What follows belongs to an exercise in optimizing a design on an open flow for small area, a short achievable clock period and few clock cycles per item; a production flow would make more cautious choices. In this exercise RTL edits were held to simulation tests only and were not proved equivalent to the original. No activity file was given, so power comes from the tool's default toggle rates.

// cmp_coder
module cmp_coder (
    input  wire        clk,
    input  wire        rst,
    input  wire        start,
    input  wire        cfg_cfa,
    input  wire [1:0]  cfg_depth,
    input  wire [14:0] cfg_height,
    output wire        busy,
    input  wire        in_valid,
    input  wire [15:0] in_data,
    output wire        in_ready,
    output wire        out_valid,
    output wire [31:0] out_data,
    input  wire        out_ready,
    output wire        blk_valid,
    output wire [18:0] blk_len,
    output wire [7:0]  blk_chk,
    output wire        blk_raw,
    output wire        blk_last
);
Size: ~3600 flip-flops.
Settings: LEC_CHECK=0, CAP_MARGIN=20, CORE_MARGIN=2, CORE_UTILIZATION=65, CTS_BUF_LIST=sky130_fd_sc_hd__clkbuf_16, CTS_CLUSTER_DIAMETER=100, CTS_CLUSTER_SIZE=25, SLEW_MARGIN=20; clock period 11.0 ns.
standard.sh (not shown) runs the stock make flow with config.mk's settings and CLKGATE_MAP_FILE= SYNTH_SCRIPT=/design/flow/synth_recipe.tcl, a recipe that flattens the netlist after the stock synthesis.
==> flow/flow/run.sh <==
#!/bin/bash
set -o pipefail
bash standard.sh SETUP_SLACK_MARGIN=7.45 finish > standard_flow.log 2>&1
The starting point went through all stages and came out clean.
Testbench counts at the start, summed over its fixed seeds: cycles 80,840, pixels 80,512.
Edit:
--- a/flow/design.v
+++ b/flow/design.v
@@ -191,40 +191,26 @@
     reg [5:0]  nr;
     reg [16:0] mu;
     reg [4:0]  ctxu;
     reg        beu, feu, vu;
     wire [22:0] a_sum = ar + {6'd0, mu};
     wire        n_wrap = (nr == 6'd63);
     wire [22:0] a_upd = n_wrap ? (a_sum >> 1) : a_sum;
     wire [5:0]  n_upd = n_wrap ? 6'd32 : nr + 6'd1;
     wire fwd = vu && (ctxu == ctx4);
-    reg  [22:0] rd_a;
-    reg  [5:0]  rd_n;
-    reg         rd_ok;
-    always @(*) begin
-        rd_a  = 23'd0;
-        rd_n  = 6'd0;
-        rd_ok = 1'b0;
-        for (i = 0; i < 32; i = i + 1)
-            if (ctx4 == i && ctx_ok[i]) begin
-                rd_a  = rd_a | ctx_a[i];
-                rd_n  = rd_n | ctx_n[i];
-                rd_ok = 1'b1;
-            end
-    end
     always @(posedge clk) begin
         if (adv) begin
             if (fwd) begin
                 ar <= a_upd;
                 nr <= n_upd;
-            end else if (rd_ok) begin
-                ar <= rd_a;
-                nr <= rd_n;
+            end else if (ctx_ok[ctx4]) begin
+                ar <= ctx_a[ctx4];
+                nr <= ctx_n[ctx4];
             end else begin
                 ar <= a0;
                 nr <= 6'd1;
             end
             mu   <= m4;
             ctxu <= ctx4;
             beu  <= be4;
             feu  <= fe4;
         end
@@ -296,19 +282,18 @@
             bep <= bec;
             fep <= fec;
         end
         if (rst)
             vp_ok <= 1'b0;
         else if (adv)
             vp_ok <= vc;
     end
     reg [95:0]  acc;
-    reg [31:0]  out_r;        
     reg [6:0]   fill;
     reg         ov_r;         
     reg         cl;           
     reg [1:0]   cw;           
     reg [10:0]  raww;         
     reg         clast;        
     reg [11:0]  wcnt;
     reg [7:0]   crc;
     reg         bv_r, braw_r, blast_r;
@@ -343,33 +328,34 @@
     wire [6:0]  fill_nx  = pop ? fill_add - 7'd32 : fill_add;
     wire        place_be = place & bep;
     wire        cl_nx    = place_be | (cl & ~lastpop);
     reg [7:0] crc_w;
     always @(*) begin
         crc_w = crc;
         for (j = 31; j >= 0; j = j - 1)
             crc_w = {crc_w[6:0], 1'b0} ^ ((crc_w[7] ^ acc[64 + j]) ? 8'h07 : 8'h00);
     end
-    wire [5:0]  lines_last = {1'b0, hm1[4:0]} + 6'd1;
-    reg  [10:0] raw_last;
-    always @(posedge clk)
-        raw_last <= {1'b0, lines_last, 4'd0} + {3'd0, lines_last, 2'd0} +
-                    (depth[0] ? {3'd0, lines_last, 2'd0} : 11'd0) +
-                    (depth[1] ? {2'd0, lines_last, 3'd0} : 11'd0);
-    wire [10:0] raw_full   = {bits, 6'd0};
+    reg  [10:0] raw_full, raw_last;
+    reg  [5:0]  lines_last;
+    always @(posedge clk) begin
+        lines_last <= {1'b0, hm1[4:0]} + 6'd1;
+        raw_full   <= {bits, 6'd0};
+        raw_last   <= {1'b0, lines_last, 4'd0} + {3'd0, lines_last, 2'd0} +
+                      (depth[0] ? {3'd0, lines_last, 2'd0} : 11'd0) +
+                      (depth[1] ? {2'd0, lines_last, 3'd0} : 11'd0);
+    end
     wire [10:0] raw_nx = fep ? raw_last : raw_full;
     wire        nbe = adv ? (bec & vc) : (bep & vp_ok);
     always @(posedge clk) begin
         if (idle_r)
             acc <= 96'd0;
         else
             acc <= pop ? {acc_or[63:0], 32'd0} : acc_or;
-        out_r <= pop ? acc_or[63:32] : acc_or[95:64];
         if (place_be) begin
             raww  <= raw_nx;
             clast <= fep;
         end
         blen_r <= wcnt + 12'd1;
         bchk_r <= crc_w;
         braw_r <= ({1'b0, wcnt} + 13'd1) >= {2'b00, raww};
         blast_r <= clast;
         if (rst) begin
@@ -407,16 +393,16 @@
                 wcnt <= wcnt + 12'd1;
                 crc  <= crc_w;
             end
             stall_r <= (fill_nx > 7'd48) || (cl_nx && nbe);
             rdy_r   <= !((fill_nx > 7'd48) || (cl_nx && nbe));
         end
     end
     assign busy      = busy_r;
     assign out_valid = ov_r;
-    assign out_data  = out_r;
+    assign out_data  = acc[95:64];
     assign blk_valid = bv_r;
     assign blk_len   = {7'd0, blen_r};
     assign blk_chk   = bchk_r;
     assign blk_raw   = braw_r;
     assign blk_last  = blast_r;
 endmodule
- count of clock-buffer cells in the layout goes down by 2
- critical path depth went up by 1
- fmax climbs by a few percent
- wire length drops by roughly a tenth
- flip-flop and latch count decreases by 22
- clock skew is about the same
- core utilization falls by 1.1 points
- synthesized area goes up slightly
- cell count decreases by a few percent
- cell area climbs slightly
- worst hold slack degrades by 0.0088 ns
- clock power fell slightly
Testbench counts after the change, summed over its fixed seeds: cycles 80,840, pixels 80,512.


Another version of the RTL of cmp_coder (not shown whole).
Size in the first run: roughly 7300 cells after synthesis, ~100 I/O pins, about 140000 um^2 of cells after synthesis.
// cmp_coder
module cmp_coder (
    input  wire        clk,
    input  wire        rst,
    input  wire        start,
    input  wire        cfg_cfa,
    input  wire [1:0]  cfg_depth,
    input  wire [14:0] cfg_height,
    output wire        busy,
    input  wire        in_valid,
    input  wire [15:0] in_data,
    output wire        in_ready,
    output wire        out_valid,
    output wire [31:0] out_data,
    input  wire        out_ready,
    output wire        blk_valid,
    output wire [18:0] blk_len,
    output wire [7:0]  blk_chk,
    output wire        blk_raw,
    output wire        blk_last
);
clock: 11.0 ns
lec_check: 0
cap_margin: 20
core_margin: 2
core_utilization: 55
cts_buf_list: sky130_fd_sc_hd__clkbuf_16
cts_cluster_diameter: 100
cts_cluster_size: 25
slew_margin: 20
==> flow/flow/run.sh <==
#!/bin/bash
set -o pipefail
bash standard.sh SETUP_SLACK_MARGIN=7.6 finish > standard_flow.log 2>&1
The first run completed with no timing, DRC or antenna violations.
Testbench counts at the start, summed over its fixed seeds: cycles 80,840, pixels 80,512.
Edit:
--- a/flow/design.v
+++ b/flow/design.v
@@ -18,40 +18,38 @@
     output wire        blk_raw,
     output wire        blk_last
 );
     integer i, j;
     reg        busy_r;        
     reg        idle_r;        
     reg        stall_r;       
     reg        rdy_r;         
     wire       adv = ~stall_r;
     wire       act = ~idle_r;
     reg        cfa;
     reg [1:0]  depth;
-    reg [14:0] height;
     reg [14:0] hm1;           
     wire [4:0]  bits = 5'd10 + {2'b00, depth, 1'b0};
     wire [15:0] mask = (depth == 2'd0) ? 16'h03FF :
                        (depth == 2'd1) ? 16'h0FFF :
                        (depth == 2'd2) ? 16'h3FFF : 16'hFFFF;
     wire [15:0] half = (depth == 2'd0) ? 16'h0200 :
                        (depth == 2'd1) ? 16'h0800 :
                        (depth == 2'd2) ? 16'h2000 : 16'h8000;
     always @(posedge clk) begin
         if (idle_r) begin
             cfa   <= cfg_cfa;
             depth <= cfg_depth;
-            height <= cfg_height;
+            hm1   <= cfg_height - 15'd1;
         end
-        hm1 <= height - 15'd1;
     end
     reg [15:0] in_r;
     reg        inv_r;
     assign in_ready = rdy_r;
     always @(posedge clk) begin
         if (adv)
             in_r <= in_data;
         if (rst)
             inv_r <= 1'b0;
         else if (adv)
             inv_r <= in_valid & (act | start);
     end
@@ -59,85 +57,94 @@
     reg [14:0] y;
     wire shift_in = inv_r & adv;
     always @(posedge clk) begin
         if (idle_r) begin
             x <= 6'd0;
             y <= 15'd0;
         end else if (shift_in) begin
             x <= x + 6'd1;
             if (x == 6'd63)
                 y <= y + 15'd1;
         end
     end
-    reg [15:0] hist [1:130];
+    reg [15:0] hist [1:125];
     wire [15:0] pix = in_r & mask;
     always @(posedge clk) begin
         if (shift_in) begin
             hist[1] <= pix;
-            for (i = 2; i <= 130; i = i + 1)
+            for (i = 2; i <= 125; i = i + 1)
                 hist[i] <= hist[i - 1];
         end
     end
     wire y_lt_s = cfa ? (y[14:1] == 14'd0) : (y == 15'd0);
     wire x_lt_s = cfa ? (x[5:1] == 5'd0) : (x == 6'd0);
     wire d_out  = cfa ? (x[5:1] == 5'd31) : (x == 6'd63);
-    reg  [15:0] h_a, h_b, h_c, h_d;
+    reg  [15:0] h_a, h_b, h_c, h_d, h_b1, h_d1;
     always @(posedge clk) begin
         if (shift_in) begin
-            h_a <= cfa ? hist[1]   : pix;
-            h_b <= cfa ? hist[127] : hist[63];
-            h_c <= cfa ? hist[129] : hist[64];
-            h_d <= cfa ? hist[125] : hist[62];
+            h_a  <= cfa ? hist[1]   : pix;
+            h_d  <= cfa ? hist[125] : hist[62];
+            h_b  <= cfa ? h_d1 : h_d;
+            h_c  <= cfa ? h_b1 : h_b;
+            h_d1 <= h_d;
+            h_b1 <= h_b;
         end
     end
-    wire        ab_gt = (h_a > h_b);
-    wire        ca_ge = (h_c >= h_a);
-    wire        cb_ge = (h_c >= h_b);
-    wire        ca_le = (h_c <= h_a);
-    wire        cb_le = (h_c <= h_b);
+    wire [16:0] d_ab = {1'b0, h_a} - {1'b0, h_b};
+    wire [16:0] d_ca = {1'b0, h_c} - {1'b0, h_a};
+    wire [16:0] d_cb = {1'b0, h_c} - {1'b0, h_b};
+    wire [16:0] d_db = {1'b0, h_d} - {1'b0, h_b};
+    wire        ab_ge = ~d_ab[16];
+    wire        ca_lt = d_ca[16];
+    wire        cb_lt = d_cb[16];
     wire [15:0] abc   = h_a + h_b - h_c;
     reg  [15:0] med;
     always @(*) begin
-        if (ca_ge && cb_ge)      med = ab_gt ? h_b : h_a;
-        else if (ca_le && cb_le) med = ab_gt ? h_a : h_b;
+        if (!ca_lt && !cb_lt)    med = ab_ge ? h_b : h_a;
+        else if (ca_lt && cb_lt) med = ab_ge ? h_a : h_b;
         else                     med = abc;
     end
-    wire [15:0] g_db = (h_d > h_b) ? h_d - h_b : h_b - h_d;
-    wire [15:0] g_bc = cb_ge ? h_c - h_b : h_b - h_c;
-    wire [15:0] g_ca = ca_ge ? h_c - h_a : h_a - h_c;
+    wire [15:0] g_db = d_db[15:0] ^ {16{d_db[16]}};
+    wire [15:0] g_bc = d_cb[15:0] ^ {16{cb_lt}};
+    wire [15:0] g_ca = d_ca[15:0] ^ {16{ca_lt}};
     wire [15:0] pred = (y_lt_s && x_lt_s) ? half :
                        y_lt_s ? h_a :
                        x_lt_s ? h_b : med;
     wire last_x    = (x == 6'd63);
     wire last_line = (y == hm1);
     reg [15:0] pred2, raw2, gdb2, gbc2, gca2;
+    reg [2:0]  gs2;
     reg [1:0]  ph2;
     reg        be2, fe2, v2;
     always @(posedge clk) begin
         if (adv) begin
             pred2 <= pred;
             raw2  <= pix;
             gdb2  <= (y_lt_s || d_out) ? 16'd0 : g_db;
             gbc2  <= (y_lt_s || x_lt_s) ? 16'd0 : g_bc;
             gca2  <= (y_lt_s || x_lt_s) ? 16'd0 : g_ca;
+            gs2   <= {d_db[16] & ~(y_lt_s || d_out),
+                      cb_lt & ~(y_lt_s || x_lt_s),
+                      ca_lt & ~(y_lt_s || x_lt_s)};
             ph2   <= cfa ? {y[0], x[0]} : 2'b00;
             be2   <= last_x && ((y[4:0] == 5'd31) || last_line);
             fe2   <= last_x && last_line;
         end
         if (rst)
             v2 <= 1'b0;
         else if (adv)
             v2 <= inv_r;
     end
-    wire [17:0] grad = {2'b00, gdb2} + {2'b00, gbc2} + {2'b00, gca2};
+    wire [17:0] grad = {2'b00, gdb2} + {2'b00, gbc2} + {2'b00, gca2} +
+                       {17'd0, gs2[2]} + {17'd0, gs2[1]} + {17'd0, gs2[0]};
     wire [15:0] diff = (raw2 - pred2) & mask;
     wire        neg  = |(diff & half);
     wire [16:0] m    = neg ? {~diff & mask, 1'b1} : {diff, 1'b0};
     reg [15:0] gr3;            
     reg [16:0] m3;
     reg [1:0]  ph3;
     reg        be3, fe3, v3;
     always @(posedge clk) begin
         if (adv) begin
             gr3  <= grad[17:2];
             m3   <= m;
             ph3  <= ph2;
What happened: Total power decreases by 4.4%; worst setup slack is worse by 62 ps; clock skew grows by 5.0 ps; global-route usage stays flat; area after synthesis decreases by 1.8%; final cell count goes down by 2.8%.
Testbench counts after the change, summed over its fixed seeds: cycles 80,840, pixels 80,512.

[port drivers added, routing unchanged]
No port has a modelled driver above. Below, the same layouts with a new extraction and two added sets of constraints. Step 1 assumes that a clkbuf_16 drives the clock port and a buf_2 every other input. Step 2, shift: input delay + t, output delay - t, t = (earliest + latest rising clock arrival at the registers) / 2. This alone moves slack from input paths to output paths. Slacks: ideal / step 1 / step 2; pairs: ideal / step 1.
run | shift t [ns] | slack for setup (ns) | slew at the worst register clock pin (ns)
the first run of note 1 | 0.955 | 7.260 / 7.260 / 6.647 | 0.11 / 0.11
the second run of note 1 | 0.936 | 7.414 / 7.336 / 6.729 | 0.11 / 0.11
the first run of note 2 | 0.913 | 7.436 / 7.349 / 6.816 | 0.11 / 0.11
the second run of note 2 | 0.916 | 7.374 / 7.334 / 6.816 | 0.10 / 0.10
After both steps every run listed still meets setup and hold. For the second run of note 1, which loses most, drivers alone change the setup slack by -0.078 ns; drivers and shift together by -0.685 ns.
